Background: an optimization exercise with open tools, aiming at small area, a short achievable clock period and few clock cycles. Do not read the settings as production practice. No functional check of the RTL was part of any run shown here. Power is estimated from default activity; no workload was simulated.

<file path="design/flow/design.v">
module pq_engine (
    input  wire         clk,
    input  wire         rst,
    input  wire         cmd_valid,
    output wire         cmd_ready,
    input  wire [4:0]   cmd_k,
    input  wire [4:0]   cmd_x,
    input  wire [4:0]   cmd_y,
    input  wire         cmd_two,
    input  wire         in_valid,
    output wire         in_ready,
    input  wire [127:0] in_data,
    output wire         out_valid,
    input  wire         out_ready,
    output wire [127:0] out_data,
    output wire [4:0]   out_pos
);
    localparam LANES = 16;
    localparam [1:0] S_IDLE = 2'd0,
                     S_LOAD = 2'd1,
                     S_OUT1 = 2'd2,
                     S_OUT2 = 2'd3;
    function [7:0] gf_mul2;
        input [7:0] a;
        begin
            gf_mul2 = {a[6:0], 1'b0} ^ (a[7] ? 8'h1D : 8'h00);
        end
    endfunction
    function [7:0] gf_mul;
        input [7:0] a;
        input [7:0] b;
        integer i;
        reg [7:0] p;
        reg [7:0] t;
        begin
            p = 8'h00;
            t = a;
            for (i = 0; i < 8; i = i + 1) begin
                if (b[i])
                    p = p ^ t;
                t = gf_mul2(t);
            end
            gf_mul = p;
        end
    endfunction
    localparam [255:0] T_GPOW = 256'hc06030180c06038fc9ea75b45a2d984c261387cde8743a1d8040201008040201;
    localparam [255:0] T_GINV = 256'h122448903d7af4f5f7f3fbebcb8b0b162c58b07dfae9cf831b366cd8ad478e01;
    localparam [255:0] T_ZINV = 256'h595789deaaba8e02d2b4e9f26326dc678ac0e48574fba9a0545fed729da7f400;
    reg         cb_v;          
    reg         cb_p;          
    reg         cmd_rdy;
    reg [4:0]   cb_k, cb_x, cb_y;
    reg         cb_two;
    assign cmd_ready = cmd_rdy;
    wire cmd_fire = cmd_valid & cmd_rdy;
    wire [4:0] cb_k1   = cb_k + 5'd1;
    wire       cx_data = (cb_x < cb_k);
    wire [4:0] cb_d    = cb_y - cb_x;
    wire       cb_m0   = (cb_x == 5'd0);
    wire       cb_m1   = cb_two & (cb_y == 5'd1);
    wire       cb_qm   = (cb_x == cb_k1) | (cb_two & (cb_y == cb_k1));
    wire       cb_pm   = (cb_x == cb_k) | (cb_two & (cb_y == cb_k));
    reg         p_dd, p_dp, p_dq, p_pq, p_ua1;
    reg [7:0]   p_gx, p_gix, p_z;
    reg [1:0]   p_p0;          
    reg         p_p0p;         
    reg [4:0]   p_lp;          
    reg [4:0]   p_k, p_x, p_y;
    reg         p_two;
    always @(posedge clk) begin
        p_dd  <= cx_data & cb_two & (cb_y < cb_k);
        p_dp  <= cx_data & cb_two & (cb_y == cb_k);
        p_dq  <= cx_data & cb_two & (cb_y == cb_k1);
        p_pq  <= cb_two & (cb_x == cb_k);
        p_ua1 <= ~((cb_x == cb_k1) | (cx_data & cb_two & (cb_y <= cb_k)));
        p_gx  <= T_GPOW[8*cb_x +: 8];
        p_gix <= T_GINV[8*cb_x +: 8];
        p_z   <= T_ZINV[8*cb_d +: 8];
        p_p0  <= cb_m0 ? (cb_m1 ? 2'd2 : 2'd1) : 2'd0;
        p_p0p <= cb_m0 & cb_m1 & (cb_k == 5'd2);
        p_lp  <= cb_qm ? (cb_pm ? cb_k - 5'd1 : cb_k) : cb_k1;
        p_k   <= cb_k;
        p_x   <= cb_x;
        p_y   <= cb_y;
        p_two <= cb_two;
    end
    wire [7:0] l_c   = p_dd ? gf_mul(p_z, p_gix) : (p_dp ? p_gix : 8'h01);
    wire [7:0] l_e   = p_pq ? 8'h01 :
                       p_dq ? (p_gx ^ 8'h01) :
                       p_dd ? (p_z ^ 8'h01) : 8'h00;
    wire [7:0] l_c1  = gf_mul2(l_c);
    wire [7:0] l_cw0 = (p_p0 == 2'd0) ? l_c : (p_p0 == 2'd1) ? l_c1 : gf_mul2(l_c1);
    wire [7:0] l_w0  = p_p0p ? l_e : (l_cw0 ^ l_e);
    reg [1:0]   state;
    reg         in_rdy;
    reg [4:0]   opos;          
    reg [4:0]   k_r, x_r, y_r, lp_r;
    reg         two_r;
    reg         ua1;           
    reg [4:0]   pos;           
    reg [7:0]   c_r, e_r;
    reg [7:0]   cw;            
    reg [7:0]   w_r;           
    reg         aen_r;         
    reg         last_r;        
    reg         first;         
    reg [127:0] acc_a, acc_x;
    reg         ir_v;
    reg [127:0] ir_d;
    assign in_ready  = in_rdy;
    assign out_valid = state[1];
    assign out_data  = acc_a;
    assign out_pos   = opos;
    wire consume  = (state == S_LOAD) & ir_v;
    wire out_fire = state[1] & out_ready;
    wire shift    = out_fire & (state == S_OUT1) & two_r;
    wire res_done = out_fire & ((state == S_OUT2) | ~two_r);
    wire load_row = cb_p & ((state == S_IDLE) | res_done);
    reg [1:0] state_n;
    always @(*) begin
        state_n = state;
        case (state)
            S_IDLE: if (cb_p) state_n = S_LOAD;
            S_LOAD: if (consume && last_r) state_n = S_OUT1;
            S_OUT1: if (out_ready) state_n = two_r ? S_OUT2 : (cb_p ? S_LOAD : S_IDLE);
            S_OUT2: if (out_ready) state_n = cb_p ? S_LOAD : S_IDLE;
        endcase
    end
    wire ir_v_n = in_rdy ? in_valid : ir_v;
    wire cb_v_n = cmd_fire | (cb_v & ~load_row);
    function is_missing;
        input [4:0] p;
        input [4:0] x;
        input [4:0] y;
        input       two;
        begin
            is_missing = (p == x) || (two && (p == y));
        end
    endfunction
    wire [4:0] pos1 = pos + 5'd1;
    wire [4:0] pos2 = pos + 5'd2;
    wire       m1   = is_missing(pos1, x_r, y_r, two_r);
    wire       m2   = is_missing(pos2, x_r, y_r, two_r);
    wire [4:0] pn   = m1 ? (m2 ? pos + 5'd3 : pos2) : pos1;
    wire [7:0] cw1  = gf_mul2(cw);
    wire [7:0] cw2  = gf_mul2(cw1);
    wire [7:0] cwn  = m1 ? (m2 ? gf_mul2(cw2) : cw2) : cw1;
    wire       pn_q = (pn == k_r + 5'd1);
    wire       pn_p = (pn == k_r);
    wire [7:0] wn   = pn_q ? c_r : (pn_p ? e_r : (cwn ^ e_r));
    wire [7:0] we = consume ? w_r : 8'h00;
    wire [7:0] wm [0:7];
    assign wm[0] = we;
    genvar gb, gl;
    generate
        for (gb = 1; gb < 8; gb = gb + 1) begin : g_wm
            assign wm[gb] = gf_mul2(wm[gb-1]);
        end
    endgenerate
    wire [127:0] prod;
    generate
        for (gl = 0; gl < LANES; gl = gl + 1) begin : g_lane
            wire [7:0] d = ir_d[8*gl +: 8];
            assign prod[8*gl +: 8] =
                ({8{d[0]}} & wm[0]) ^ ({8{d[1]}} & wm[1]) ^
                ({8{d[2]}} & wm[2]) ^ ({8{d[3]}} & wm[3]) ^
                ({8{d[4]}} & wm[4]) ^ ({8{d[5]}} & wm[5]) ^
                ({8{d[6]}} & wm[6]) ^ ({8{d[7]}} & wm[7]);
        end
    endgenerate
    wire         add_a = consume & aen_r;
    wire         lastc = consume & last_r;
    wire         selx  = lastc & ~ua1;
    wire [127:0] a_f   = (acc_a & {128{~first}}) ^ (ir_d & {128{add_a}});
    wire [127:0] x_f   = (acc_x & {128{~first}}) ^ prod;
    always @(posedge clk) begin
        acc_a <= shift ? acc_x : (selx ? x_f : a_f);
        acc_x <= x_f ^ (a_f & {128{lastc}});
        if (in_rdy)
            ir_d <= in_data;
        if (cmd_fire) begin
            cb_k   <= cmd_k;
            cb_x   <= cmd_x;
            cb_y   <= cmd_y;
            cb_two <= cmd_two;
        end
        if (load_row) begin
            k_r    <= p_k;
            x_r    <= p_x;
            y_r    <= p_y;
            two_r  <= p_two;
            lp_r   <= p_lp;
            ua1    <= p_ua1;
            c_r    <= l_c;
            e_r    <= l_e;
            pos    <= {3'd0, p_p0};
            cw     <= l_cw0;
            w_r    <= l_w0;
            aen_r  <= 1'b1;
            last_r <= ({3'd0, p_p0} == p_lp);
            opos   <= p_x;
        end else begin
            if (consume) begin
                pos    <= pn;
                cw     <= cwn;
                w_r    <= wn;
                aen_r  <= ~pn_q;
                last_r <= (pn == lp_r);
            end
            if (shift)
                opos <= y_r;
        end
        if (rst) begin
            state   <= S_IDLE;
            cb_v    <= 1'b0;
            cb_p    <= 1'b0;
            cmd_rdy <= 1'b0;
            ir_v    <= 1'b0;
            in_rdy  <= 1'b0;
            first   <= 1'b0;
        end else begin
            state   <= state_n;
            cb_v    <= cb_v_n;
            cb_p    <= cb_v & ~load_row;
            cmd_rdy <= ~cb_v_n;
            ir_v    <= ir_v_n;
            in_rdy  <= ~ir_v_n | (state_n == S_LOAD);
            if (load_row)
                first <= 1'b1;
            else if (consume)
                first <= 1'b0;
        end
    end
endmodule
</file>
<file path="design/flow/constraint.sdc">
create_clock -name core_clock -period 19.0 [get_ports {clk}]
set_input_delay 3.8000 -clock core_clock [delete_from_list [all_inputs] [get_ports {clk}]]
set_output_delay 3.8000 -clock core_clock [all_outputs]
set_load 0.01 [all_outputs]
</file>
<file path="design/flow/config.mk">
export PLATFORM = sky130hd
export DESIGN_NAME = pq_engine
export DESIGN_NICKNAME = pq_engine
export VERILOG_FILES = /design/flow/design.v
export SDC_FILE = /design/flow/constraint.sdc
export NUM_CORES = 8
export LEC_CHECK = 0
export CAP_MARGIN = 20
export CORE_MARGIN = 2
export CORE_UTILIZATION = 40
export SETUP_SLACK_MARGIN = 2.0
export SLEW_MARGIN = 20
</file>
<file path="design/flow/run.sh">
#!/bin/bash
# synth_recipe.tcl (not shown) runs the flow's synth.tcl, then flattens the netlist and writes it again
# the make line also repeats each setting of config.mk as NAME=value (left out here)
make -C /OpenROAD-flow-scripts/flow DESIGN_CONFIG=/design/flow/config.mk WORK_HOME=/design/flow/orfs CLKGATE_MAP_FILE= SYNTH_SCRIPT=/design/flow/synth_recipe.tcl finish
</file>
==> results of run 1 <==
==> sequential cells by signal, indices dropped and copies added (netlist names), 8 cells and up <==
signal / count
acc_a: 128
p_z: 8
ir_d: 128
w_r: 8
e_r: 8
acc_x: 128
c_r: 8
cw: 8
p_gix: 8
p_gx: 8
==> area by class of cell <==
| cell class | instances | area share [%] |
|---|---|---|
| Multi-Input combinational cell | 4048 | 57.2 |
| Clock buffer | 88 | 4.01 |
| Clock inverter | 32 | 0.650 |
| Tap cell | 1368 | 3.67 |
| Inverter | 39 | 0.314 |
| Timing Repair Buffer | 338 | 7.02 |
| Antenna cell | 1 | 0.00537 |
| Sequential cell | 527 | 27.1 |
==> through the flow <==
| stage | instances | utilization (%) |
|---|---|---|
| 6_report | 6441 | 45.9 |
| 5_1_grt | 6440 | 45.9 |
| 4_1_cts | 6440 | 45.9 |
| 3_5_place_dp | 6320 | 43.7 |
| 3_3_place_gp | 6320 | 43.7 |
| 2_1_floorplan | 5014 | - |
==> logic make-up after synthesis <==
family | synth area share (%)
and+or+nand+nor | 20.5
xor gates and xnor gates | 31.1
DFF | 30.8
buffers and inverters | 4.26
AOI/OAI and AO/OA | 6.12
muxes | 5.92
adders and majority gates | 1.33
==> final timing paths <==
check | startpoint | endpoint | slack (ns) | cells past startpoint
worst max-delay path | out_ready | acc_a[122]$_DFF_P_ | 12.40 | 6
worst min-delay path | cb_y[0]$_DFFE_PP_ | p_y[0]$_DFF_P_ | 0.40 | 0
worst max register to register | state[1]$_SDFF_PP0_ | acc_a[117]$_DFF_P_ | 13.30 | 13
worst min register to register | cb_y[0]$_DFFE_PP_ | p_y[0]$_DFF_P_ | 0.40 | 0
==> power groups by stage <==
| stage | Combinational (uW) | Sequential, uW | Clock (uW) |
|---|---|---|---|
| after global placement | 1650 | 1690 | 0 |
| after detailed placement | 1680 | 1690 | 0 |
| after CTS | 1690 | 1670 | 1330 |
| after global routing | 1850 | 1690 | 1360 |
| final | 1690 | 1670 | 1300 |
| after floorplan | 1360 | 1560 | 0 |
==> worst register-to-register path, cell delays in order (launching register included) <==
cell and delay [ns]:
dfxtp_1 0.46, nand3b_1 0.15, buf_4 0.44, or3_1 0.21, buf_4 0.54, and2_1 0.91
nand2_1 0.65, nand2_2 1.01, nand2_1 0.18, xor2_1 0.21, xnor2_1 0.15, xnor2_1 0.29
mux2i_1 0.12, mux2_2 0.28
==> metal layers <==
layer  vias up  GRT usage, %
met5         -             0
met2      1265          42.1
met3       254          3.95
met4         0          9.12
met1     16200          33.4
li1      15900             -
==> cell usage after synthesis (6+ instances only) <==
cell type	instances	area [um2]
a21o_1	8	60.1
inv_1	38	143
and2_1	13	81.3
xnor3_1	9	203
nor2_1	245	920
xor2_2	9	146
nor4_1	6	37.5
a21oi_1	92	460
a22oi_1	45	338
nand3_1	28	140
mux2i_1	117	1170
a31oi_1	8	50.1
o221ai_1	6	52.6
xnor2_1	1163	10200
ha_1	42	526
buf_4	10	75.1
o211ai_1	12	90.1
buf_2	29	145
xor2_1	219	1920
o21ai_0	146	731
buf_1	42	158
nand2_1	1342	5040
nand2b_1	235	1470
a211oi_1	14	105
clkbuf_1	316	1190
nor2b_1	38	238
dfxtp_1	321	6430
nor3_1	18	90.1
edfxtp_1	206	6190
mux2_2	107	1200
==> key figures, run 1 <==
Final layout
  • Syn-to-layout area delta: 13.9%
  • Register area: between 10000 and 15000 um2
  • Design Area, Final: around 47000 um2
  • Commonest non-fill, non-tap cells in the layout: 1340 x nand2_1, 1162 x xnor2_1, 319 x dfxtp_1
  • Layout net count: ~5200
  • Fill cells: a little under 10000
  • Area occupied by multi-input gates: ~27000 um2
  • Commonest non-fill, non-tap cell in the layout: nand2_1
  • Share of cells above drive strength 1: under 10%

Logic synthesis
  • Syn Std Cell Area: between 40000 and 50000 um2
  • Syn nets: between 5000 and 6000
  • FFs w/ async S/R, synth: 0%
  • Unique masters post-synth: 96
  • Dominant synthesized flop cell: dfxtp_1
  • Flops & latches, synth: around 530
  • Avg Cell Area, Syn: 8.16 um2
  • Post-Synthesis Cells: about 5000
  • Seq/Total Area, Yosys: a little under a third
  • Yosys Warn Count: 1
  • Post-synth EDFFs: between 200 and 250

Drt
  • DR WL met2: approximately 62000 um
  • Total length of routed wires: 135000 um
  • DRC: 0
  • Pre-antenna DRT Iters: 5
  • Length of routed wiring on met1: 58000 um
  • Uppermost routed layer: met4
  • Via density: roughly 5.2
  • Met3 Routed Length: approximately 10000 um
  • Vias: 33600
  • Post-route ant nets: 0
  • Detailed Route Iter0 Violations: roughly 3100
  • WL/cell: 21.0 um

Clock tree
  • Clock latency (worst-skew pair): between 0.6 and 0.7 ns
  • Clock buffer depth: 3
  • Clk root buf: clkbuf_16
  • Post-cts repair resize count: 0
  • H-tree Lvls: 3
  • Number of hold buffers added after cts: 0
  • # clock sinks: 527
  • Clock buffer count from CTS: 67
  • CTS tree: built
  • CTS clock-pin slew for the worst setup and hold paths: about 0.060 ns
  • Post-CTS setup buffer count: 0

Placement
  • # port buffers: between 200 and 300
  • Pre-CTS setup slack: about 12 ns
  • Placed cell areas: between 40000 and 50000 um2
  • HPWL after DPL: around 83000 um
  • GPL Wtd Cong: ~0.85

Floorplanning
  • Die width: around 320 um
  • Starting Density: ~40%
  • Io pins: roughly 290
  • Die Footprint: around 100000 um2
  • Die H: approximately 320 um
  • Core Region: 102000 um2
  • Rows: roughly 120

Timing
  • Setup WS post-layout: ~12 ns
  • Period utilization: between 30% and 40%
  • Max Fclk: between 150 and 200 MHz
  • Worst slew margin: around a quarter
  • Hold_ws: about 0.40 ns
  • Measured slew at the worst slew-check pin: 1.15 ns
  • Setup TNS: 0 ns
  • Final Hold Fails: 0
  • Final Setup Violations: 0
  • Slew Limit Fails: 0
  • RSZ-0062 raised after global routing: false
  • Fin Clk Skew: between 0.03 and 0.04 ns
  • Minimum clock period: 6.60 ns

Global route
  • First-pass GRT wire length: 203000 um
  • Gr ovfl total: 0
  • Initial antenna violation count: 2
  • Global Route Usage Sum: about a quarter
  • Largest net degree at the start of global routing: 219
  • Vias in the first global route: 32500

Power
  • Reg power frac: between 30% and 40%
  • Power density over the cells: roughly 100 nW/um2
  • Leakage power: ~0.016 uW
  • Peak VDD IR: 0.0619 mV
  • Switching Fraction: roughly a third
  • Part of the power in the clock network: between 20% and 30%
  • Power, Total: approximately 4600 uW
  • Logic pwr share: 36.3%
  • Sw Pwr: ~1600 uW
  • Internal: around 3000 uW

Setup path
  • Bufs and invs on worst path: 3
  • Crit path required time: 19.52 ns
  • Crit-path max cell delay: slightly below 0.9 ns
  • Crit. End Element: flip-flop
  • Setup Crit Path Kind: in -> reg
  • Worst-path fanout max: between 60 and 70
  • CP Cell Sequence: clkdlybuf4s50_1 -> nand2_1 -> or3_4 -> buf_4 -> buf_4 -> mux2_2
  • Worst path most repeated cell: buf_4
  • Crit start category: input pin
  • Crit path DAT: 7.11 ns
  • Top cell family by delay on the critical path: buffers and inverters
  • CP max stage cell: buf_4

Hold path
  • Hold Path Class: reg -> reg

Run status
  • Status: complete, no violations

Flow run
  • Number of max-cap violations: 0
==> run 2, diff against run 1 <==
--- a/design/flow/config.mk
+++ b/design/flow/config.mk
@@ -5,8 +5,8 @@
 export SDC_FILE = /design/flow/constraint.sdc
 export NUM_CORES = 8
 export LEC_CHECK = 0
-export CAP_MARGIN = 20
+export CAP_MARGIN = 50
 export CORE_MARGIN = 2
 export CORE_UTILIZATION = 40
 export SETUP_SLACK_MARGIN = 2.0
-export SLEW_MARGIN = 20
+export SLEW_MARGIN = 70
==> key figures, run 2 <==
Run status
  • Status: complete, no violations

Logic synthesis
  • Top post-synthesis cells by area: xnor2_1 25%, dfxtp_1 16%, edfxtp_1 15%
  • Area leader, netlist: xnor2_1
  • Syn Std Cell Area: 40900 um2
  • Post-synth EDFFs: roughly 200
  • Unique masters post-synth: 96
  • Yosys Warn Count: 1
  • Syn nets: about 5200
  • Synth top area share: 24.9%
  • Most frequent cell after synthesis: nand2_1
  • Commonest cells post-synth: 1342 x nand2_1, 1163 x xnor2_1, 321 x dfxtp_1, 316 x clkbuf_1, 245 x nor2_1
  • Post-Synthesis Cells: ~5000
  • Flops & latches, synth: 527
  • Seq/Total Area, Yosys: a little under a third
  • Avg Cell Area, Syn: roughly 8 um2
  • FFs w/ async S/R, synth: 0%
  • Dominant synthesized flop cell: dfxtp_1

Clock tree
  • Clock buffer count from CTS: 67
  • Clock latency (worst-skew pair): roughly 0.65 ns
  • Post-CTS setup buffer count: 0
  • Clk root buf: clkbuf_16
  • Post-cts repair resize count: 0
  • CTS tree: built
  • # clock sinks: ~530
  • Clock buffer depth: 3
  • CTS clock-pin slew for the worst setup and hold paths: approximately 0.060 ns
  • H-tree Lvls: 3
  • Number of hold buffers added after cts: 0

Timing
  • Setup TNS: 0 ns
  • Max Fclk: between 150 and 200 MHz
  • Hold_ws: roughly 0.40 ns
  • Setup WS post-layout: roughly 13 ns
  • Final Hold Fails: 0
  • Measured slew at the worst slew-check pin: between 0.4 and 0.5 ns
  • Final Setup Violations: 0
  • Slew Limit Fails: 0
  • Minimum clock period: roughly 5.8 ns
  • RSZ-0062 raised after global routing: false
  • Period utilization: ~30%
  • Worst slew margin: between 60% and 70%
  • Fin Clk Skew: around 0.039 ns

Setup path
  • Setup Crit Path Kind: in -> reg
  • Crit start category: input pin
  • Worst-path fanout max: 38
  • Crit path DAT: between 6 and 7 ns
  • R2r startpoint: pos[0]$_DFFE_PP_
  • Worst Setup EP: acc_a[47]$_DFF_P_
  • Worst r2r path cells: 13
  • Top cell family by delay on the critical path: buffers and inverters
  • CP Cell Sequence: clkdlybuf4s50_1 -> nand2_1 -> or3_4 -> buf_16 -> buf_16 -> buf_8 -> buf_8 -> buf_12 -> mux2_2
  • Crit path required time: ~20 ns
  • Crit-path max cell delay: 0.45 ns
  • FF-to-FF setup slack: approximately 15 ns
  • CP max stage cell: clkdlybuf4s50_1
  • Levels on crit path: 9
  • Critical path startpoint: out_ready
  • R2R Path End: w_r[7]$_DFFE_PP_
  • Crit. End Element: flip-flop
  • Bufs and invs on worst path: 6

Final layout
  • Number of diodes: 0
  • Fin cells: about 6600
  • Syn-to-layout area delta: 18.9%
  • Commonest non-fill, non-tap cell in the layout: nand2_1
  • Commonest non-fill, non-tap cells in the layout: 1339 x nand2_1, 1159 x xnor2_1, 299 x dfxtp_1
  • Share of cells above drive strength 1: between 10% and 20%
  • Largest regs: acc_a (128), acc_x (128), ir_d (128)
  • Layout net count: between 5000 and 6000
  • Fill cells: between 9000 and 10000

Placement
  • DP Cell Count: 6442
  • # port buffers: about 280
  • GPL Wtd Cong: around 0.85
  • HPWL after DPL: approximately 91000 um
  • Pre-CTS setup slack: 12.58 ns

Drt
  • Total length of routed wires: between 100000 and 150000 um
  • WL/cell: a little over 20 um
  • Detailed Route Iter0 Violations: approximately 2800
  • Via density: around 5.2
  • Vias: around 34000
  • Pre-antenna DRT Iters: 6
  • DRC: 0
  • Post-route ant nets: 0

Power
  • Power, Total: between 4000 and 5000 uW
  • Reg power frac: 34.3%
  • Part of the power in the clock network: between 20 and 30%
  • Switching Fraction: 33.3%
  • Peak VDD IR: 0.0640 mV
  • Internal: between 3000 and 4000 uW
  • Power density over the cells: 98.0 nW/um2
  • Leakage power: around 0.017 uW
  • Logic pwr share: a little under two fifths
  • Sw Pwr: 1590 uW

Global route
  • Largest net degree at the start of global routing: 69
  • Initial antenna violation count: 5
  • Gr ovfl total: 0
  • Global Route Usage Sum: 25.6%
  • First-pass GRT wire length: between 200000 and 250000 um
  • Vias in the first global route: about 33000

Floorplanning
  • Rows: roughly 120
  • Die Footprint: about 100000 um2
  • Starting Density: 40.3%
  • Die H: 324 um
  • Die width: between 300 and 400 um
  • Io pins: about 290
  • Core Region: approximately 100000 um2

Flow run
  • Number of max-cap violations: 0

Hold path
  • Hold Path Class: reg -> reg
==> run 2: cell type report <==
class | count | area (um2) | area share (%)
Multi-Input combinational cell | 4048 | 26900 | 55.3
Sequential cell | 527 | 12600 | 26.0
Timing Repair Buffer | 495 | 4940 | 10.2
Clock buffer | 83 | 1880 | 3.87
Tap cell | 1368 | 1710 | 3.52
Clock inverter | 37 | 442 | 0.908
Inverter | 39 | 150 | 0.309
==> run 2: routing by layer <==
| metal | GRT usage [%] | vias up | part of all wire (%) |
|---|---|---|---|
| li1 | - | 16200 | - |
| met1 | 33.3 | 16400 | 43 |
| met2 | 42.2 | 1267 | 46 |
| met3 | 4.40 | 293 | 7.1 |
| met4 | 10.2 | 2 | 3.9 |
| met5 | 0 | - | 0.0088 |
==> run 2: logic make-up (layout without fill, tap and decap cells) <==
group	count (synthesis)	count (layout)	synth area share, %
AND/OR/NAND/NOR	1973	1973	20.5
XOR/XNOR	1411	1411	31.1
flip-flops	527	527	30.8
buffers and inverters	439	654	4.26
AO/OA/AOI/OAI	395	395	6.12
multiplexers	226	226	5.92
adder cells (fa/ha/maj)	43	43	1.33
==> run 2: worst min-delay path by stage <==
stage	start	endpoint	depth (start not counted)
6_report	p_k[3]$_DFF_P_	k_r[3]$_DFFE_PP_	0
5_1_grt	p_y[3]$_DFF_P_	y_r[3]$_DFFE_PP_	0
2_1_floorplan	cb_k[2]$_DFFE_PP_	p_k[2]$_DFF_P_	0
4_1_cts	p_k[3]$_DFF_P_	k_r[3]$_DFFE_PP_	0
3_5_place_dp	p_k[1]$_DFF_P_	k_r[1]$_DFFE_PP_	0
3_3_place_gp	p_y[3]$_DFF_P_	y_r[3]$_DFFE_PP_	0
==> run 2: through the flow <==
stage	utilization [%]	instance area (um2)
after global routing	47.9	48700
after CTS	47.6	48300
after detailed placement	45.3	46000
after floorplan	-	40900
final	47.9	48700
after global placement	43.7	44400
==> run 2: worst reg2reg max path, delay by kind of cell, from the launching register on <==
| family | cells | cell delay [ns] |
|---|---|---|
| AO/OA/AOI/OAI | 6 | 1.61 |
| XOR/XNOR | 1 | 0.15 |
| adder cells (fa/ha/maj) | 1 | 0.49 |
| buffers and inverters | 1 | 0.21 |
| flip-flops | 1 | 0.61 |
| AND/OR/NAND/NOR | 4 | 0.94 |
==> run 2: power groups by stage <==
stage,sequential (uW),clock [uW],combinational [uW]
final,1640,1370,1760
after global routing,1660,1440,1920
after CTS,1650,1400,1740
after detailed placement,1670,0,1730
after global placement,1690,0,1650
after floorplan,1560,0,1360
==> run 3, diff against run 2 <==
==> design/flow/flow/run.sh (new file) <==
#!/bin/bash
set -euo pipefail
bash standard.sh finish SETUP_SLACK_MARGIN=14.5 \
  "BUFFER_PORTS_ARGS=-buffer_cell sky130_fd_sc_hd__buf_4" > orfs_finish.log 2>&1
==> design/flow/standard.sh (new file) <==
#!/bin/bash
# synth_recipe.tcl (not shown) runs the flow's synth.tcl, then flattens the netlist and writes it again
# the make line also repeats each setting of config.mk as NAME=value (left out here)
make -C /OpenROAD-flow-scripts/flow DESIGN_CONFIG=/design/flow/config.mk WORK_HOME=/design/flow/orfs CLKGATE_MAP_FILE= SYNTH_SCRIPT=/design/flow/synth_recipe.tcl "${@:-finish}"
==> design/flow/config.mk (replaced) <==
export PLATFORM = sky130hd
export DESIGN_NAME = pq_engine
export DESIGN_NICKNAME = pq_engine
export VERILOG_FILES = /design/flow/design.v
export SDC_FILE = /design/flow/constraint.sdc
export NUM_CORES = 8
export LEC_CHECK = 0
export CAP_MARGIN = 20
export CORE_MARGIN = 2
export CORE_UTILIZATION = 40
export SLEW_MARGIN = 20
removed: design/flow/run.sh
==> key figures, run 3 <==
Run status
  • Status: complete, no violations

Power
  • Part of the power in the clock network: 28.5%
  • Reg power frac: 35.5%
  • Power density over the cells: between 90 and 100 nW/um2
  • Internal: 3180 uW
  • Switching Fraction: approximately a third
  • Sw Pwr: 1610 uW
  • Leakage power: between 0.015 and 0.02 uW
  • Logic pwr share: around 36%
  • Peak VDD IR: between 0.07 and 0.08 mV

Logic synthesis
  • Synth top area share: about 25%
  • Area leader, netlist: xnor2_1
  • Top post-synthesis cells by area: xnor2_1 25%, dfxtp_1 16%, edfxtp_1 15%
  • Dominant synthesized flop cell: dfxtp_1
  • Flops & latches, synth: approximately 530
  • Yosys Warn Count: 1
  • Post-Synthesis Cells: between 5000 and 6000
  • FFs w/ async S/R, synth: 0%
  • Post-synth EDFFs: between 200 and 250
  • Commonest cells post-synth: 1342 x nand2_1, 1163 x xnor2_1, 321 x dfxtp_1, 316 x clkbuf_1, 245 x nor2_1
  • Unique masters post-synth: between 90 and 100
  • Most frequent cell after synthesis: nand2_1
  • Syn Std Cell Area: roughly 41000 um2
  • Avg Cell Area, Syn: 8.16 um2
  • Syn nets: about 5200
  • Seq/Total Area, Yosys: between 30% and 40%

Timing
  • Measured slew at the worst slew-check pin: ~1.2 ns
  • Final Setup Violations: 0
  • Slew Limit Fails: 0
  • Setup TNS: 0 ns
  • Worst slew margin: ~22%
  • Minimum clock period: between 5 and 6 ns
  • Setup WS post-layout: roughly 14 ns
  • RSZ-0062 raised after global routing: true
  • Fin Clk Skew: 0.0385 ns
  • Period utilization: 26.4%
  • Max Fclk: roughly 200 MHz
  • Final Hold Fails: 0

Final layout
  • Share of cells above drive strength 1: 16.9%
  • Largest regs: acc_a (128), acc_x (128), ir_d (128)
  • Fin cells: 6528
  • Syn-to-layout area delta: 17.9%
  • Commonest non-fill, non-tap cells in the layout: 1328 x nand2_1, 1161 x xnor2_1, 236 x nor2_1
  • Commonest non-fill, non-tap cell in the layout: nand2_1
  • Layout net count: 5295

Setup path
  • FF-to-FF setup slack: between 10 and 15 ns
  • Top cell family by delay on the critical path: flip-flops
  • Crit. End Element: primary output
  • Worst r2r path cells: 12
  • Crit-path max cell delay: 0.43 ns
  • Crit path DAT: around 1.2 ns
  • R2r startpoint: state[0]$_SDFF_PP0_
  • Bufs and invs on worst path: 1
  • CP max stage cell: edfxtp_1
  • Setup Crit Path Kind: reg -> out
  • Crit path required time: approximately 15 ns
  • R2R Path End: acc_a[46]$_DFF_P_
  • Worst-path fanout max: 1
  • CP Cell Sequence: buf_6
  • Crit start category: flip-flop

Placement
  • GPL Wtd Cong: between 0.8 and 0.9
  • HPWL after DPL: around 83000 um
  • Pre-CTS setup slack: roughly 12 ns
  • DP Cell Count: around 6300
  • # port buffers: between 200 and 300

Drt
  • Length of routed wiring on met1: between 50000 and 60000 um
  • Uppermost routed layer: met5
  • Detailed Route Iter0 Violations: ~2700
  • Pre-antenna DRT Iters: 8
  • Post-route ant nets: 0
  • Met3 Routed Length: 11900 um
  • Via density: 5.28
  • Total length of routed wires: roughly 140000 um
  • Vias: around 34000
  • WL/cell: ~22 um
  • DR WL met2: roughly 65000 um
  • DRC: 0

Global route
  • Global Route Usage Sum: 26.2%
  • Vias in the first global route: about 33000
  • Largest net degree at the start of global routing: 82
  • Initial antenna violation count: 7
  • First-pass GRT wire length: 208000 um
  • Gr ovfl total: 0

Hold path
  • Hold Path Class: reg -> reg
  • Hold Path End: p_y[0]$_DFF_P_
  • Hold path start: cb_y[0]$_DFFE_PP_
  • Hold path depth: 0

Clock tree
  • H-tree Lvls: 3
  • Clock latency (worst-skew pair): 0.65 ns
  • CTS tree: built
  • Clock buffer count from CTS: around 70
  • CTS clock-pin slew for the worst setup and hold paths: about 0.06 ns
  • # clock sinks: 527
  • Clk root buf: clkbuf_16
  • Number of hold buffers added after cts: 0
  • Clock buffer depth: 3

Floorplanning
  • Core Region: around 100000 um2
  • Io pins: 285
  • Die H: about 320 um
  • Die Footprint: ~100000 um2
  • Die width: about 320 um
  • Rows: between 100 and 150
  • Starting Density: approximately two fifths

Flow run
  • Number of max-cap violations: 0
## run 3: cell counts after synthesis
No cell type changed its count.
## run 3: layout make-up
class	count	area [um2]
clock buffer	92	1970
inverter	39	168
sequential	527	12900
clock inverter	34	375
fill	9805	53300
timing repair buffer	411	4100
tap	1368	1710
multi-input combinational	4054	27000
timing repair inverter	2	17.5
antenna	1	2.50
## run 3: worst max path at each step
stage                              end  slack (ns)  cells after the start         startpoint
floorplan            opos[0]$_DFFE_PP_       13.87                      7          out_ready
global placement    acc_a[125]$_DFF_P_       12.20                      6          out_ready
detailed placement   acc_a[26]$_DFF_P_       12.13                      6          out_ready
CTS                           in_ready       13.94                      1  in_rdy$_SDFF_PP0_
global route                  in_ready       13.92                      1  in_rdy$_SDFF_PP0_
finish                      out_pos[1]       13.98                      1  opos[1]$_DFFE_PP_
## run 3: kinds of logic after synthesis
logic type               after synthesis  share of synthesized area (%)
flip-flops                           527                           30.8
adder cells (fa/ha/maj)               43                           1.33
buffers and inverters                439                           4.26
multiplexers                         226                           5.92
AO/OA/AOI/OAI                        395                           6.12
AND/OR/NAND/NOR                     1973                           20.5
XOR/XNOR                            1411                           31.1
## run 3: power groups by stage
stage	sequential, uW	clock (uW)	combinational, uW
floorplan	1560	0	1370
global placement	1690	0	1620
detailed placement	1690	0	1650
CTS	1690	1390	1710
global route	1730	1440	1890
finish	1700	1370	1730
## run 3: metal layers
layer | track usage (%) | vias to the layer above
met5 | 0 | -
met4 | 10.9 | 10
met3 | 5.19 | 367
met2 | 43.3 | 1415
met1 | 33.3 | 16600
li1 | - | 16100
## run 3: metrics by stage
stage	hold WS (ns)	total power, uW	instance area [um2]	util [%]
floorplan	0.346	2930	41200	-
detailed placement	0.376	3340	43800	43.1
CTS	0.387	4800	47800	47.1
finish	0.382	4790	48300	47.5
global route	0.406	5050	48300	47.5
global placement	0.369	3310	43800	43.1
## run 3: what timing repair did
| action | 4_1_cts | 5_1_grt |
|---|---|---|
| setup endpoints to repair | 390 | 274 |
| pin swaps | 12 | 7 |
| gates cloned | 19 | 2 |
| buffers inserted | 40 | 25 |
| gates resized for setup | 345 | 44 |
==> run 4, diff against run 3 <==
==> design/flow/flow/run.sh (replaced) <==
#!/bin/bash
# Standard ORFS layout, with timing repair aimed well below the clock period.
set -euo pipefail
bash standard.sh finish SETUP_SLACK_MARGIN=13.5 \
  "BUFFER_PORTS_ARGS=-buffer_cell sky130_fd_sc_hd__buf_4" > orfs_finish.log 2>&1
==> key figures, run 4 <==
Setup path
  • Bufs and invs on worst path: 2
  • Setup Crit Path Kind: reg -> reg
  • Critical path startpoint: state[0]$_SDFF_PP0_
  • Crit start category: flip-flop
  • Crit path required time: 19.52 ns
  • Crit. End Element: flip-flop
  • Crit-path max cell delay: around 0.84 ns
  • R2r startpoint: state[0]$_SDFF_PP0_
  • CP max stage cell: xor2_4
  • CP Cell Sequence: and3b_1 -> buf_4 -> and2_2 -> xor2_4 -> xor2_4 -> buf_4 -> nand2_1 -> xor2_1 -> xnor2_1 -> xnor2_1 -> mux2i_1 -> mux2_2
  • Crit path DAT: about 5.9 ns
  • Worst-path fanout max: 40
  • Top cell family by delay on the critical path: XOR/XNOR gates

Logic synthesis
  • Xor/xnor share of the synthesized area: ~31%
  • Flops & latches, synth: roughly 530
  • Syn Std Cell Area: approximately 41000 um2
  • Commonest cells post-synth: 1342 x nand2_1, 1163 x xnor2_1, 321 x dfxtp_1, 316 x clkbuf_1, 245 x nor2_1
  • Largest family of logic cells by synthesized area: XOR/XNOR gates
  • Most frequent cell after synthesis: nand2_1
  • Post-Synthesis Cells: approximately 5000
  • Compound-Gate Fraction of Synth Area: under 10%
  • Post-synth EDFFs: between 200 and 250
  • Simple-Gate Fraction of Synth Area: about a fifth
  • Yosys Warn Count: 1
  • Seq/Total Area, Yosys: ~31%
  • Synth top area share: between 20% and 30%
  • Dominant synthesized flop cell: dfxtp_1
  • Syn nets: 5206
  • Area leader, netlist: xnor2_1
  • Post-synthesis mux area share: 5.92%
  • FFs w/ async S/R, synth: 0%
  • Avg Cell Area, Syn: around 8 um2
  • Unique masters post-synth: 96
  • Synth Area in Adders: roughly 1.3%
  • Top post-synthesis cells by area: xnor2_1 25%, dfxtp_1 16%, edfxtp_1 15%

Drt
  • Post-route ant nets: 0
  • Uppermost routed layer: met5
  • Detailed Route Iter0 Violations: between 3000 and 4000
  • WL/cell: between 20 and 25 um
  • Length of routed wiring on met1: roughly 56000 um
  • Pre-antenna DRT Iters: 6
  • DR WL met2: a little over 60000 um
  • Total length of routed wires: between 100000 and 150000 um
  • Via density: around 5.2
  • Vias: between 30000 and 40000
  • DRC: 0
  • Met3 Routed Length: roughly 11000 um

Final layout
  • Commonest non-fill, non-tap cell in the layout: nand2_1
  • Layout net count: 5212
  • Commonest non-fill, non-tap cells in the layout: 1340 x nand2_1, 1162 x xnor2_1, 340 x buf_4
  • Syn-to-layout area delta: 12.3%
  • Share of cells above drive strength 1: about 12%
  • Design Area, Final: about 46000 um2
  • Largest regs: acc_a (128), acc_x (128), ir_d (128)
  • Number of diodes: 0
  • Final Util: ~45%

Hold path
  • Hold path start: cb_y[0]$_DFFE_PP_
  • Hold Path Class: reg -> reg

Timing
  • Max Fclk: ~190 MHz
  • Setup TNS: 0 ns
  • Final Setup Violations: 0
  • Worst slew margin: 23.2%
  • Minimum clock period: between 5 and 6 ns
  • Measured slew at the worst slew-check pin: 1.15 ns
  • Final Hold Fails: 0
  • Fin Clk Skew: about 0.06 ns
  • Hold_ws: between 0.3 and 0.4 ns
  • Period utilization: between 20 and 30%
  • RSZ-0062 raised after global routing: false
  • Slew Limit Fails: 0

Floorplanning
  • Die Footprint: between 100000 and 150000 um2
  • Rows: between 100 and 150
  • Core Region: 102000 um2
  • Die width: roughly 320 um
  • Starting Density: approximately two fifths
  • Io pins: ~290
  • Die H: about 320 um

Global route
  • Global Route Usage Sum: between 20% and 30%
  • Largest net degree at the start of global routing: 86
  • Gr ovfl total: 0
  • First-pass GRT wire length: 202000 um
  • Vias in the first global route: 32700
  • Initial antenna violation count: 4

Power
  • Reg power frac: a little over a third
  • Part of the power in the clock network: 28.5%
  • Peak VDD IR: around 0.078 mV
  • Leakage power: roughly 0.016 uW
  • Logic pwr share: 35.7%
  • Switching Fraction: 33.7%
  • Sw Pwr: between 1500 and 2000 uW
  • Power density over the cells: 101 nW/um2
  • Internal: a little over 3000 uW

Clock tree
  • H-tree Lvls: 2
  • # clock sinks: about 530
  • Clock latency (worst-skew pair): ~0.69 ns
  • Clk root buf: clkbuf_16
  • CTS clock-pin slew for the worst setup and hold paths: around 0.06 ns
  • Clock buffer depth: 3
  • CTS tree: built
  • Clock buffer count from CTS: 61

Run status
  • Status: complete, no violations

Placement
  • # port buffers: around 280
  • HPWL after DPL: ~83000 um
  • Placed cell areas: roughly 44000 um2
  • GPL Wtd Cong: 0.851

Flow run
  • Number of max-cap violations: 0
## run 4: cell type report
| type | count | area, um2 |
|---|---|---|
| timing repair buffer | 343 | 2590 |
| inverter | 39 | 146 |
| multi-input combinational | 4048 | 26700 |
| sequential | 527 | 12600 |
| fill | 9961 | 55600 |
| clock inverter | 44 | 594 |
| clock buffer | 71 | 1630 |
| tap | 1368 | 1710 |
## run 4: path summary, 6_finish.rpt
path	endpoint	slack, ns	depth (start not counted)
hold / removal	p_y[0]$_DFF_P_	0.39	0
setup reg to reg	acc_a[12]$_DFF_P_	13.63	12
hold reg to reg	p_y[0]$_DFF_P_	0.39	0
setup / recovery	acc_a[12]$_DFF_P_	13.63	12
## run 4: what timing repair did
action | CTS | global route
endpoints found under the setup margin | 12 | 38
gates resized for setup | 1 | 2
cloned | 0 | 0
buffers inserted | 0 | 3
pin swaps | 0 | 2
hold buffers | 0 | 0
## run 4: per-stage QoR
stage	cells	power (uW)	setup WS, ns
floorplan	5014	2930	13.38
global placement	6322	3310	12.89
detailed placement	6322	3340	12.87
CTS	6437	4670	13.53
global route	6440	4900	13.51
finish	6440	4650	13.63
## run 4: power by group through the flow
stage | Clock, uW | Combinational, uW | Sequential, uW
after floorplan | 0 | 1360 | 1560
after global placement | 0 | 1630 | 1680
after detailed placement | 0 | 1650 | 1680
after CTS | 1340 | 1670 | 1660
after global routing | 1380 | 1820 | 1690
final | 1320 | 1660 | 1660
## run 4: cell families (layout without fill, tap and decap cells)
group,count (synthesis),count (layout)
AOI/OAI and AO/OA,395,395
xor gates and xnor gates,1411,1411
adders and majority gates,43,43
buffers and inverters,439,497
DFF,527,527
muxes,226,226
and+or+nand+nor,1973,1973
## run 4: layer usage
layer  GRT usage (%)  vias to the layer above
met4            9.75                        6
met2            41.6                     1291
li1                -                    15900
met3            4.71                      285
met5               0                        -
met1            32.4                    16100
==> run 5, diff against run 4 <==
--- a/design/flow/design.v
+++ b/design/flow/design.v
@@ -60,34 +60,30 @@
     wire       cb_m1   = cb_two & (cb_y == 5'd1);
     wire       cb_qm   = (cb_x == cb_k1) | (cb_two & (cb_y == cb_k1));
     wire       cb_pm   = (cb_x == cb_k) | (cb_two & (cb_y == cb_k));
-    reg         p_dd, p_dp, p_dq, p_pq, p_ua1;
-    reg [7:0]   p_gx, p_gix, p_z;
+    wire       cb_dd   = cx_data & cb_two & (cb_y < cb_k);
+    wire       cb_dp   = cx_data & cb_two & (cb_y == cb_k);
+    wire       cb_dq   = cx_data & cb_two & (cb_y == cb_k1);
+    wire       cb_pq   = cb_two & (cb_x == cb_k);
+    wire [7:0] cb_gx   = T_GPOW[8*cb_x +: 8];
+    wire [7:0] cb_gix  = T_GINV[8*cb_x +: 8];
+    wire [7:0] cb_z    = T_ZINV[8*cb_d +: 8];
+    reg [7:0]   p_c, p_e;
+    reg         p_ua1;
     reg [1:0]   p_p0;          
     reg         p_p0p;         
     reg [4:0]   p_lp;          
-    reg [4:0]   p_k, p_x, p_y;
-    reg         p_two;
     always @(posedge clk) begin
-        p_dd  <= cx_data & cb_two & (cb_y < cb_k);
-        p_dp  <= cx_data & cb_two & (cb_y == cb_k);
-        p_dq  <= cx_data & cb_two & (cb_y == cb_k1);
-        p_pq  <= cb_two & (cb_x == cb_k);
+        p_c   <= cb_dd ? gf_mul(cb_z, cb_gix) : (cb_dp ? cb_gix : 8'h01);
+        p_e   <= cb_pq ? 8'h01 :
+                 cb_dq ? (cb_gx ^ 8'h01) :
+                 cb_dd ? (cb_z ^ 8'h01) : 8'h00;
         p_ua1 <= ~((cb_x == cb_k1) | (cx_data & cb_two & (cb_y <= cb_k)));
-        p_gx  <= T_GPOW[8*cb_x +: 8];
-        p_gix <= T_GINV[8*cb_x +: 8];
-        p_z   <= T_ZINV[8*cb_d +: 8];
         p_p0  <= cb_m0 ? (cb_m1 ? 2'd2 : 2'd1) : 2'd0;
         p_p0p <= cb_m0 & cb_m1 & (cb_k == 5'd2);
         p_lp  <= cb_qm ? (cb_pm ? cb_k - 5'd1 : cb_k) : cb_k1;
-        p_k   <= cb_k;
-        p_x   <= cb_x;
-        p_y   <= cb_y;
-        p_two <= cb_two;
     end
-    wire [7:0] l_c   = p_dd ? gf_mul(p_z, p_gix) : (p_dp ? p_gix : 8'h01);
-    wire [7:0] l_e   = p_pq ? 8'h01 :
-                       p_dq ? (p_gx ^ 8'h01) :
-                       p_dd ? (p_z ^ 8'h01) : 8'h00;
+    wire [7:0] l_c   = p_c;
+    wire [7:0] l_e   = p_e;
     wire [7:0] l_c1  = gf_mul2(l_c);
     wire [7:0] l_cw0 = (p_p0 == 2'd0) ? l_c : (p_p0 == 2'd1) ? l_c1 : gf_mul2(l_c1);
     wire [7:0] l_w0  = p_p0p ? l_e : (l_cw0 ^ l_e);
@@ -105,13 +101,11 @@
     reg         last_r;        
     reg         first;         
     reg [127:0] acc_a, acc_x;
-    reg         ir_v;
-    reg [127:0] ir_d;
     assign in_ready  = in_rdy;
     assign out_valid = state[1];
     assign out_data  = acc_a;
     assign out_pos   = opos;
-    wire consume  = (state == S_LOAD) & ir_v;
+    wire consume  = in_valid & in_rdy;
     wire out_fire = state[1] & out_ready;
     wire shift    = out_fire & (state == S_OUT1) & two_r;
     wire res_done = out_fire & ((state == S_OUT2) | ~two_r);
@@ -126,7 +120,6 @@
             S_OUT2: if (out_ready) state_n = cb_p ? S_LOAD : S_IDLE;
         endcase
     end
-    wire ir_v_n = in_rdy ? in_valid : ir_v;
     wire cb_v_n = cmd_fire | (cb_v & ~load_row);
     function is_missing;
         input [4:0] p;
@@ -148,9 +141,8 @@
     wire       pn_q = (pn == k_r + 5'd1);
     wire       pn_p = (pn == k_r);
     wire [7:0] wn   = pn_q ? c_r : (pn_p ? e_r : (cwn ^ e_r));
-    wire [7:0] we = consume ? w_r : 8'h00;
     wire [7:0] wm [0:7];
-    assign wm[0] = we;
+    assign wm[0] = w_r;
     genvar gb, gl;
     generate
         for (gb = 1; gb < 8; gb = gb + 1) begin : g_wm
@@ -160,7 +152,7 @@
     wire [127:0] prod;
     generate
         for (gl = 0; gl < LANES; gl = gl + 1) begin : g_lane
-            wire [7:0] d = ir_d[8*gl +: 8];
+            wire [7:0] d = in_data[8*gl +: 8];
             assign prod[8*gl +: 8] =
                 ({8{d[0]}} & wm[0]) ^ ({8{d[1]}} & wm[1]) ^
                 ({8{d[2]}} & wm[2]) ^ ({8{d[3]}} & wm[3]) ^
@@ -171,13 +163,12 @@
     wire         add_a = consume & aen_r;
     wire         lastc = consume & last_r;
     wire         selx  = lastc & ~ua1;
-    wire [127:0] a_f   = (acc_a & {128{~first}}) ^ (ir_d & {128{add_a}});
+    wire [127:0] a_f   = (acc_a & {128{~first}}) ^ (in_data & {128{add_a}});
     wire [127:0] x_f   = (acc_x & {128{~first}}) ^ prod;
     always @(posedge clk) begin
         acc_a <= shift ? acc_x : (selx ? x_f : a_f);
-        acc_x <= x_f ^ (a_f & {128{lastc}});
-        if (in_rdy)
-            ir_d <= in_data;
+        if (consume)
+            acc_x <= x_f ^ (a_f & {128{last_r}});
         if (cmd_fire) begin
             cb_k   <= cmd_k;
             cb_x   <= cmd_x;
@@ -185,10 +176,10 @@
             cb_two <= cmd_two;
         end
         if (load_row) begin
-            k_r    <= p_k;
-            x_r    <= p_x;
-            y_r    <= p_y;
-            two_r  <= p_two;
+            k_r    <= cb_k;
+            x_r    <= cb_x;
+            y_r    <= cb_y;
+            two_r  <= cb_two;
             lp_r   <= p_lp;
             ua1    <= p_ua1;
             c_r    <= l_c;
@@ -198,7 +189,7 @@
             w_r    <= l_w0;
             aen_r  <= 1'b1;
             last_r <= ({3'd0, p_p0} == p_lp);
-            opos   <= p_x;
+            opos   <= cb_x;
         end else begin
             if (consume) begin
                 pos    <= pn;
@@ -215,7 +206,6 @@
             cb_v    <= 1'b0;
             cb_p    <= 1'b0;
             cmd_rdy <= 1'b0;
-            ir_v    <= 1'b0;
             in_rdy  <= 1'b0;
             first   <= 1'b0;
         end else begin
@@ -223,8 +213,7 @@
             cb_v    <= cb_v_n;
             cb_p    <= cb_v & ~load_row;
             cmd_rdy <= ~cb_v_n;
-            ir_v    <= ir_v_n;
-            in_rdy  <= ~ir_v_n | (state_n == S_LOAD);
+            in_rdy  <= (state_n == S_LOAD);
             if (load_row)
                 first <= 1'b1;
             else if (consume)
==> design/flow/flow/run.sh (replaced) <==
#!/bin/bash
set -euo pipefail
bash standard.sh finish SETUP_SLACK_MARGIN=14.5 \
  "BUFFER_PORTS_ARGS=-buffer_cell sky130_fd_sc_hd__buf_4" > orfs_finish.log 2>&1
==> key figures, run 5 <==
Power
  • Peak VDD IR: around 0.073 mV
  • Leakage power: between 0.02 and 0.025 uW
  • Power density over the cells: about 83 nW/um2

Final layout
  • Share of cells above drive strength 1: approximately 36%
  • Area occupied by multi-input gates: about 33000 um2
  • Largest regs: acc_a (128), acc_x (128)
  • Syn-to-layout area delta: 47.8%
  • Fill cells: ~7600
  • Register area: just under 10000 um2
  • Commonest non-fill, non-tap cell in the layout: nand2_1
  • Final Util: around three fifths
  • Layout net count: approximately 5600
  • Commonest non-fill, non-tap cells in the layout: 1055 x nand2_1, 784 x xnor2_1, 304 x xnor2_2

Logic synthesis
  • Dominant synthesized flop cell: edfxtp_1
  • Avg Cell Area, Syn: around 7.5 um2
  • Flops & latches, synth: 370
  • Top post-synthesis cells by area: xnor2_1 26%, edfxtp_1 16%, nand2_1 14%
  • Synth top area share: roughly a quarter
  • Syn nets: about 5200
  • Seq/Total Area, Yosys: about 25%
  • Unique masters post-synth: 92
  • Yosys Warn Count: 1
  • Commonest cells post-synth: 1390 x nand2_1, 1113 x xnor2_1, 353 x clkbuf_1, 280 x nor2_1, 260 x xor2_1
  • Syn Std Cell Area: ~38000 um2
  • Most frequent cell after synthesis: nand2_1
  • Area leader, netlist: xnor2_1
  • Post-synth EDFFs: just over 200
  • FFs w/ async S/R, synth: 0%
  • Post-Synthesis Cells: between 5000 and 6000

Setup path
  • CP Cell Sequence: buf_6
  • Worst-path fanout max: 1
  • Crit-path max cell delay: approximately 0.42 ns
  • Setup Crit Path Kind: reg -> out
  • Crit path DAT: between 1 and 1.5 ns
  • Crit start category: flip-flop
  • FF-to-FF setup slack: between 10 and 15 ns
  • R2R Path End: acc_a[36]$_DFF_P_
  • Top cell family by delay on the critical path: flip-flops
  • CP max stage cell: edfxtp_1
  • Worst r2r path cells: 14
  • R2r startpoint: w_r[2]$_DFFE_PP_
  • Bufs and invs on worst path: 1
  • Crit. End Element: primary output
  • Crit path required time: 15.20 ns

Drt
  • Pre-antenna DRT Iters: 8
  • Detailed Route Iter0 Violations: between 3000 and 4000
  • DRC: 0
  • Via density: between 5 and 6
  • Post-route ant nets: 0
  • Vias: 37800
  • WL/cell: 24.1 um
  • Total length of routed wires: 162000 um

Global route
  • Global Route Usage Sum: between 30% and 40%
  • Vias in the first global route: 36000
  • Initial antenna violation count: 3
  • Largest net degree at the start of global routing: ~150
  • Gr ovfl total: 0
  • First-pass GRT wire length: 232000 um

Floorplanning
  • Io pins: around 290
  • Die width: slightly above 300 um
  • Rows: approximately 110
  • Die H: between 300 and 400 um
  • Starting Density: between 40% and 50%
  • Die Footprint: between 90000 and 100000 um2
  • Core Region: approximately 93000 um2

Clock tree
  • Number of hold buffers added after cts: 0
  • Clock buffer depth: 3
  • H-tree Lvls: 2
  • CTS tree: built
  • # clock sinks: 370
  • CTS clock-pin slew for the worst setup and hold paths: around 0.060 ns
  • Clock latency (worst-skew pair): approximately 0.67 ns
  • Clock buffer count from CTS: 49
  • Clk root buf: clkbuf_16

Placement
  • # port buffers: about 280
  • Pre-CTS setup slack: ~11 ns
  • HPWL after DPL: 79900 um
  • GPL Wtd Cong: a little under 0.9

Run status
  • Status: complete, no violations

Hold path
  • Hold path depth: 0
  • Hold Path End: lp_r[3]$_DFFE_PP_
  • Hold path start: p_lp[3]$_DFF_P_
  • Hold Path Class: reg -> reg

Timing
  • Period utilization: 26.5%
  • Max Fclk: 199 MHz
  • RSZ-0062 raised after global routing: true
  • Measured slew at the worst slew-check pin: between 1 and 1.5 ns
  • Final Hold Fails: 0
  • Setup TNS: 0 ns
  • Slew Limit Fails: 0
  • Worst slew margin: roughly a quarter
  • Minimum clock period: just over 5 ns
  • Fin Clk Skew: 0.0392 ns
  • Setup WS post-layout: 13.96 ns
  • Final Setup Violations: 0

Flow run
  • Number of max-cap violations: 0
==> run 5: logic make-up (layout without fill, tap and decap cells) <==
kind of cell	count (synthesis)	in the layout	share of synthesized area [%]
AO/OA/AOI/OAI	655	655	10.3
multiplexers	84	84	2.50
buffers and inverters	443	840	4.57
flip-flops	370	370	25.1
adder cells (fa/ha/maj)	37	37	1.24
AND/OR/NAND/NOR	2069	2073	23.2
XOR/XNOR	1398	1399	33.1
other	0	3	0
==> run 5: metrics by stage <==
step	total power (uW)	cells	cell area, um2	hold WS (ns)
global placement	3050	6234	42700	0.420
detailed placement	3070	6234	42700	0.426
floorplan	2630	5056	41800	0.386
global route	4860	6714	55900	0.449
finish	4650	6715	55900	0.438
CTS	4400	6601	52300	0.438
==> run 5: area by class of cell <==
cell class	instances	area share, %
antenna	3	0.0134
clock buffer	77	2.58
clock inverter	15	0.535
inverter	31	0.318
multi-input combinational	4248	59.5
sequential	370	17.4
tap	1254	2.81
timing repair buffer	713	16.7
timing repair inverter	4	0.132
==> run 5: metal layers <==
metal  vias to the layer above  global-route usage [%]  share of wire [%]
met5                         -                       0                  0
li1                      16900                       -                  -
met4                         0                    16.2                6.3
met2                      2012                    49.5                 45
met3                       537                    7.03                 10
met1                     18300                    39.7                 39
==> run 5: repair_timing <==
item / 4_1_cts / 5_1_grt
endpoints found under the setup margin: 454 / 457
pin swaps: 759 / 411
gates resized for setup: 1102 / 474
buffers inserted: 208 / 106
cloned: 67 / 5
==> run 5: worst max path at each step <==
stage | slack, ns | to | start | cells after the start
finish | 13.96 | out_pos[3] | opos[3]$_DFFE_PP_ | 1
detailed placement | 10.83 | acc_a[80]$_DFF_P_ | in_valid | 11
global placement | 10.93 | acc_a[62]$_DFF_P_ | in_valid | 11
CTS | 13.93 | out_pos[3] | opos[3]$_DFFE_PP_ | 1
global route | 13.93 | out_pos[3] | opos[3]$_DFFE_PP_ | 1
floorplan | 13.72 | acc_x[108]$_DFFE_PP_ | in_data[104] | 9
==> run 5: power by group <==
group	switching [uW]	internal [uW]	total (uW)
clock network	419	606	1030
registers	88.2	1010	1100
logic	1310	1220	2520
total	1810	2830	4650
==> run 6, diff against run 5 <==
==> design/flow/flow/run.sh (replaced) <==
#!/bin/bash
set -euo pipefail
bash standard.sh finish SETUP_SLACK_MARGIN=15.5 \
  "BUFFER_PORTS_ARGS=-buffer_cell sky130_fd_sc_hd__buf_4" > orfs_finish.log 2>&1
==> key figures, run 6 <==
Logic synthesis
  • Area leader, netlist: xnor2_1
  • Flops & latches, synth: 370
  • Dominant synthesized flop cell: edfxtp_1
  • Yosys Warn Count: 1
  • Seq/Total Area, Yosys: about a quarter
  • Unique masters post-synth: 92
  • Top post-synthesis cells by area: xnor2_1 26%, edfxtp_1 16%, nand2_1 14%
  • Avg Cell Area, Syn: around 7.5 um2
  • Most frequent cell after synthesis: nand2_1
  • Syn Std Cell Area: approximately 38000 um2
  • Commonest cells post-synth: 1390 x nand2_1, 1113 x xnor2_1, 353 x clkbuf_1, 280 x nor2_1, 260 x xor2_1
  • Syn nets: approximately 5200
  • Post-synth EDFFs: approximately 210
  • FFs w/ async S/R, synth: 0%
  • Post-Synthesis Cells: between 5000 and 6000
  • Synth top area share: between 20% and 30%

Drt
  • WL/cell: ~24 um
  • Via density: 5.70
  • Post-route ant nets: 0
  • Detailed Route Iter0 Violations: ~3700
  • DRC: 0
  • Pre-antenna DRT Iters: 6
  • Total length of routed wires: between 150000 and 200000 um
  • Vias: roughly 39000

Final layout
  • Largest regs: acc_a (128), acc_x (128)
  • Commonest non-fill, non-tap cell in the layout: nand2_1
  • Commonest non-fill, non-tap cells in the layout: 1015 x nand2_1, 738 x xnor2_1, 352 x buf_4
  • Fill cells: 7240
  • Layout net count: ~5800
  • Syn-to-layout area delta: 56.6%
  • Share of cells above drive strength 1: 39.0%

Setup path
  • CP Cell Sequence: buf_6
  • R2r startpoint: w_r[1]$_DFFE_PP_
  • Crit path DAT: between 1 and 1.5 ns
  • Bufs and invs on worst path: 1
  • Levels on crit path: 1
  • Worst r2r path cells: 12
  • CP max stage cell: edfxtp_1
  • Crit-path max cell delay: ~0.4 ns
  • Critical path startpoint: opos[3]$_DFFE_PP_
  • Worst-path fanout max: 1
  • Crit start category: flip-flop
  • Top cell family by delay on the critical path: flip-flops
  • Crit. End Element: primary output
  • FF-to-FF setup slack: around 14 ns
  • Crit path required time: between 15 and 20 ns
  • Setup Crit Path Kind: reg -> out

Floorplanning
  • Die H: ~310 um
  • Rows: ~110
  • Starting Density: 40.4%
  • Die Footprint: ~97000 um2
  • Die width: 311 um
  • Core Region: between 90000 and 100000 um2
  • Io pins: between 200 and 300

Timing
  • RSZ-0062 raised after global routing: true
  • Minimum clock period: 5.00 ns
  • Slew Limit Fails: 0
  • Measured slew at the worst slew-check pin: ~1.2 ns
  • Setup WS post-layout: about 14 ns
  • Final Setup Violations: 0
  • Period utilization: 26.3%
  • Setup TNS: 0 ns
  • Fin Clk Skew: around 0.028 ns
  • Worst slew margin: 17.5%
  • Final Hold Fails: 0
  • Max Fclk: between 150 and 200 MHz
  • Hold_ws: between 0.4 and 0.5 ns

Hold path
  • Hold path start: p_lp[3]$_DFF_P_
  • Hold Path Class: reg -> reg
  • Hold path depth: 0

Clock tree
  • CTS tree: built
  • Clk root buf: clkbuf_16
  • H-tree Lvls: 2
  • CTS clock-pin slew for the worst setup and hold paths: 0.06 ns
  • Clock latency (worst-skew pair): 0.67 ns
  • Clock buffer count from CTS: 50
  • Clock buffer depth: 3
  • # clock sinks: 370

Run status
  • Status: complete, no violations

Global route
  • Vias in the first global route: ~38000
  • Initial antenna violation count: 5
  • First-pass GRT wire length: 241000 um
  • Largest net degree at the start of global routing: 100
  • Global Route Usage Sum: 32.3%
  • Gr ovfl total: 0

Power
  • Power density over the cells: just over 80 nW/um2
  • Peak VDD IR: around 0.075 mV
  • Leakage power: between 0.02 and 0.025 uW

Placement
  • GPL Wtd Cong: about 0.85
  • # port buffers: 284
  • HPWL after DPL: approximately 80000 um
  • Pre-CTS setup slack: around 11 ns

Flow run
  • Number of max-cap violations: 0
-- run 6: cell counts after synthesis --
No cell type changed its count.
-- run 6: what timing repair did --
| item | 4_1_cts | 5_1_grt |
|---|---|---|
| hold buffers | 0 | 0 |
| setup endpoints to repair | 649 | 642 |
| pin swaps | 992 | 593 |
| cloned | 90 | 5 |
| setup buffers | 317 | 137 |
| gates resized for setup | 1207 | 513 |
-- run 6: final timing paths --
check	to
worst max-delay path	out_pos[3]
worst max register to register	acc_x[99]$_DFFE_PP_
worst min-delay path	lp_r[3]$_DFFE_PP_
worst min register to register	lp_r[3]$_DFFE_PP_
-- run 6: cells by family after synthesis --
kind of cell    share of synthesized area (%)
compound gates                           10.3
xor+xnor                                 33.1
fa+ha+maj                                1.24
buf+inv                                  4.57
flops                                    25.1
mux                                      2.50
simple gates                             23.2
-- run 6: routing by layer --
metal / vias to the layer above / GRT usage [%] / wire length, um
li1: 17300 / - / -
met1: 19000 / 39.5 / 62000
met2: 2314 / 52.8 / 76600
met3: 640 / 8.39 / 18500
met4: 2 / 15.6 / 10100
met5: - / 0 / 13
-- run 6: through the flow --
step                total power [uW]  area, um2  util (%)  instances
floorplan                       2660      42100         -       5056
global placement                3080      42900      45.9       6238
detailed placement              3100      42900      45.9       6238
CTS                             4450      54800      58.6       6736
global route                    4970      59200      63.3       6879
finish                          4760      59200      63.3       6884
-- run 6: final cells by class --
cell class | count | area [um2] | share of cell area [%]
multi-input cells | 4249 | 34400 | 58.1
repair buffers | 857 | 11100 | 18.8
flip-flops and latches | 370 | 9720 | 16.4
well taps | 1254 | 1570 | 2.65
clock buffers | 62 | 1390 | 2.35
repair inverters | 26 | 588 | 0.994
clock inverters | 29 | 251 | 0.425
inverters | 31 | 181 | 0.307
diodes | 6 | 15.0 | 0.0254
-- run 6: where the power goes --
| part | switching, uW | total, uW | internal, uW |
|---|---|---|---|
| sequential | 88.3 | 1100 | 1010 |
| combinational | 1350 | 2680 | 1320 |
| clock | 436 | 986 | 550 |
==> run 7, diff against run 6 <==
==> design/flow/flow/run.sh (replaced) <==
#!/bin/bash
set -euo pipefail
bash standard.sh finish SETUP_SLACK_MARGIN=14.0 \
  "BUFFER_PORTS_ARGS=-buffer_cell sky130_fd_sc_hd__buf_4" > orfs_finish.log 2>&1
==> key figures, run 7 <==
Run status
  • Status: complete, no violations

Logic synthesis
  • Synth Area in Adders: between 1 and 1.5%
  • Xor/xnor share of the synthesized area: around a third
  • Unique masters post-synth: 92
  • Post-Synthesis Cells: roughly 5100
  • Top post-synthesis cells by area: xnor2_1 26%, edfxtp_1 16%, nand2_1 14%
  • Dominant synthesized flop cell: edfxtp_1
  • Yosys Warn Count: 1
  • FFs w/ async S/R, synth: 0%
  • Syn nets: ~5200
  • Synth top area share: between 20% and 30%
  • Compound-Gate Fraction of Synth Area: 10.3%
  • Post-synth EDFFs: between 200 and 250
  • Largest family of logic cells by synthesized area: XOR/XNOR gates
  • Commonest cells post-synth: 1390 x nand2_1, 1113 x xnor2_1, 353 x clkbuf_1, 280 x nor2_1, 260 x xor2_1
  • Flops & latches, synth: between 300 and 400
  • Seq/Total Area, Yosys: 25.1%
  • Avg Cell Area, Syn: approximately 7.5 um2
  • Post-synthesis mux area share: 2.50%
  • Syn Std Cell Area: about 38000 um2
  • Most frequent cell after synthesis: nand2_1
  • Simple-Gate Fraction of Synth Area: 23.2%
  • Area leader, netlist: xnor2_1

Floorplanning
  • Die width: around 310 um
  • Io pins: ~290
  • Starting Density: between 40% and 50%
  • Core Region: 93500 um2
  • Die H: around 310 um
  • Rows: 112
  • Die Footprint: between 90000 and 100000 um2

Timing
  • Worst slew margin: about 28%
  • Period utilization: 26.3%
  • Minimum clock period: 5.00 ns
  • Final Setup Violations: 0
  • Final Hold Fails: 0
  • RSZ-0062 raised after global routing: true
  • Slew Limit Fails: 0
  • Setup WS post-layout: roughly 14 ns
  • Max Fclk: between 200 and 250 MHz
  • Measured slew at the worst slew-check pin: approximately 1.1 ns
  • Setup TNS: 0 ns
  • Fin Clk Skew: 0.0338 ns

Final layout
  • Largest regs: acc_a (128), acc_x (128)
  • Layout net count: about 5300
  • Register area: between 9000 and 10000 um2
  • Syn-to-layout area delta: 18.2%
  • Share of cells above drive strength 1: between 15 and 20%
  • Fill cells: approximately 9000
  • Area occupied by multi-input gates: between 20000 and 30000 um2
  • Commonest non-fill, non-tap cells in the layout: 1305 x nand2_1, 1046 x xnor2_1, 334 x buf_4
  • Commonest non-fill, non-tap cell in the layout: nand2_1
  • Design Area, Final: 44700 um2

Global route
  • Gr ovfl total: 0
  • Initial antenna violation count: 15
  • Vias in the first global route: about 33000
  • Global Route Usage Sum: 27.6%
  • First-pass GRT wire length: roughly 210000 um
  • Largest net degree at the start of global routing: 100

Power
  • Leakage power: between 0.015 and 0.02 uW
  • Peak VDD IR: between 0.06 and 0.07 mV
  • Internal: between 2000 and 2500 uW
  • Part of the power in the clock network: a little under a quarter
  • Switching Fraction: 38.7%
  • Sw Pwr: ~1600 uW
  • Power, Total: ~4100 uW
  • Logic pwr share: about half
  • Reg power frac: between 20% and 30%
  • Power density over the cells: approximately 91 nW/um2

Clock tree
  • Clock latency (worst-skew pair): 0.65 ns
  • CTS clock-pin slew for the worst setup and hold paths: 0.06 ns
  • Clock buffer count from CTS: 49
  • # clock sinks: 370
  • Number of hold buffers added after cts: 0
  • Clock buffer depth: 3
  • CTS tree: built
  • H-tree Lvls: 2
  • Clk root buf: clkbuf_16

Placement
  • # port buffers: 284
  • GPL Wtd Cong: between 0.8 and 0.9
  • HPWL after DPL: roughly 80000 um
  • Pre-CTS setup slack: 12.22 ns
  • Placed cell areas: ~42000 um2

Drt
  • Via density: 5.39
  • Vias: 34400
  • Post-route ant nets: 0
  • WL/cell: roughly 22 um
  • Pre-antenna DRT Iters: 6
  • Total length of routed wires: about 140000 um
  • DRC: 0
  • Detailed Route Iter0 Violations: roughly 3000

Setup path
  • Setup Crit Path Kind: reg -> out
  • Top cell family by delay on the critical path: flip-flops
  • Crit path DAT: 1.20 ns
  • Crit-path max cell delay: a little over 0.4 ns
  • CP max stage cell: edfxtp_1
  • Crit. End Element: primary output
  • CP Cell Sequence: buf_6
  • Crit path required time: between 15 and 20 ns
  • Crit start category: flip-flop
  • Bufs and invs on worst path: 1
  • Worst-path fanout max: 1

Flow run
  • Number of max-cap violations: 0

Hold path
  • Hold Path Class: reg -> reg
run 7: changes by cell type in the layout (fill, tap and decap cells not counted), moves of 51 or more:
cell / change
o21ai_0: +62
nand2_4: -160
buf_6: -207
buf_16: -69
nand2_1: +290
buf_8: -51
xnor2_1: +308
xnor2_4: -57
nand2_2: -110
xnor2_2: -251
dfxtp_2: -70
dfxtp_1: +89
buf_12: -133
run 7: cell families after synthesis:
family	Yosys count
AOI/OAI and AO/OA	655
xor gates and xnor gates	1398
adders and majority gates	37
buffers and inverters	443
DFF	370
muxes	84
and+or+nand+nor	2069
run 7: timing repair:
item	CTS	global route
gates resized for setup	98	24
pin swaps	5	19
buffers inserted	19	10
endpoints found under the setup margin	336	179
gates cloned	10	4
run 7: path summary, 6_finish.rpt:
path                                        start           endpoint  slack (ns)  depth (start not counted)
worst max register to register   w_r[1]$_DFFE_PP_  acc_a[99]$_DFF_P_       14.15                         12
worst min-delay path              cb_v$_SDFF_PP0_    cb_p$_SDFF_PP0_        0.43                          2
worst min register to register    cb_v$_SDFF_PP0_    cb_p$_SDFF_PP0_        0.43                          2
worst max-delay path            opos[2]$_DFFE_PP_         out_pos[2]       14.00                          1
run 7: cell type report:
class	instances	share of cell area [%]
antenna	7	0.0392
clock buffer	81	3.40
clock inverter	9	0.283
inverter	31	0.333
multi-input combinational	4243	63.3
sequential	370	21.4
tap	1254	3.51
timing repair buffer	380	7.59
timing repair inverter	3	0.0980
run 7: per-stage QoR:
stage	hold slack [ns]	util, %	cells
floorplan	0.386	-	5056
global placement	0.414	44.8	6237
detailed placement	0.421	44.8	6237
CTS	0.435	47.4	6356
global route	0.448	47.8	6377
finish	0.429	47.8	6378
run 7: layer usage:
metal  up-vias  wire length (um)  GRT usage, %
li1      16300                 -             -
met1     16500             57300          35.5
met2      1332             64600          46.3
met3       265             11900          5.42
met4        14              4870          9.23
met5         -                84             0
run 7: power groups by stage:
| stage | Sequential (uW) | Clock, uW | Combinational [uW] |
|---|---|---|---|
| after floorplan | 1070 | 0 | 1530 |
| after global placement | 1090 | 0 | 1940 |
| after detailed placement | 1090 | 0 | 1960 |
| after CTS | 1080 | 979 | 2000 |
| after global routing | 1080 | 1000 | 2200 |
| final | 1070 | 962 | 2030 |

Re-timed with assumed drivers on the ports (clkbuf_16 on the clock, buf_2 on other inputs), run 7 has 13.937 ns of setup slack against 14.003 ns with ideal ports, and 13.321 ns once port delays also move by the mid clock arrival of 0.699 ns.
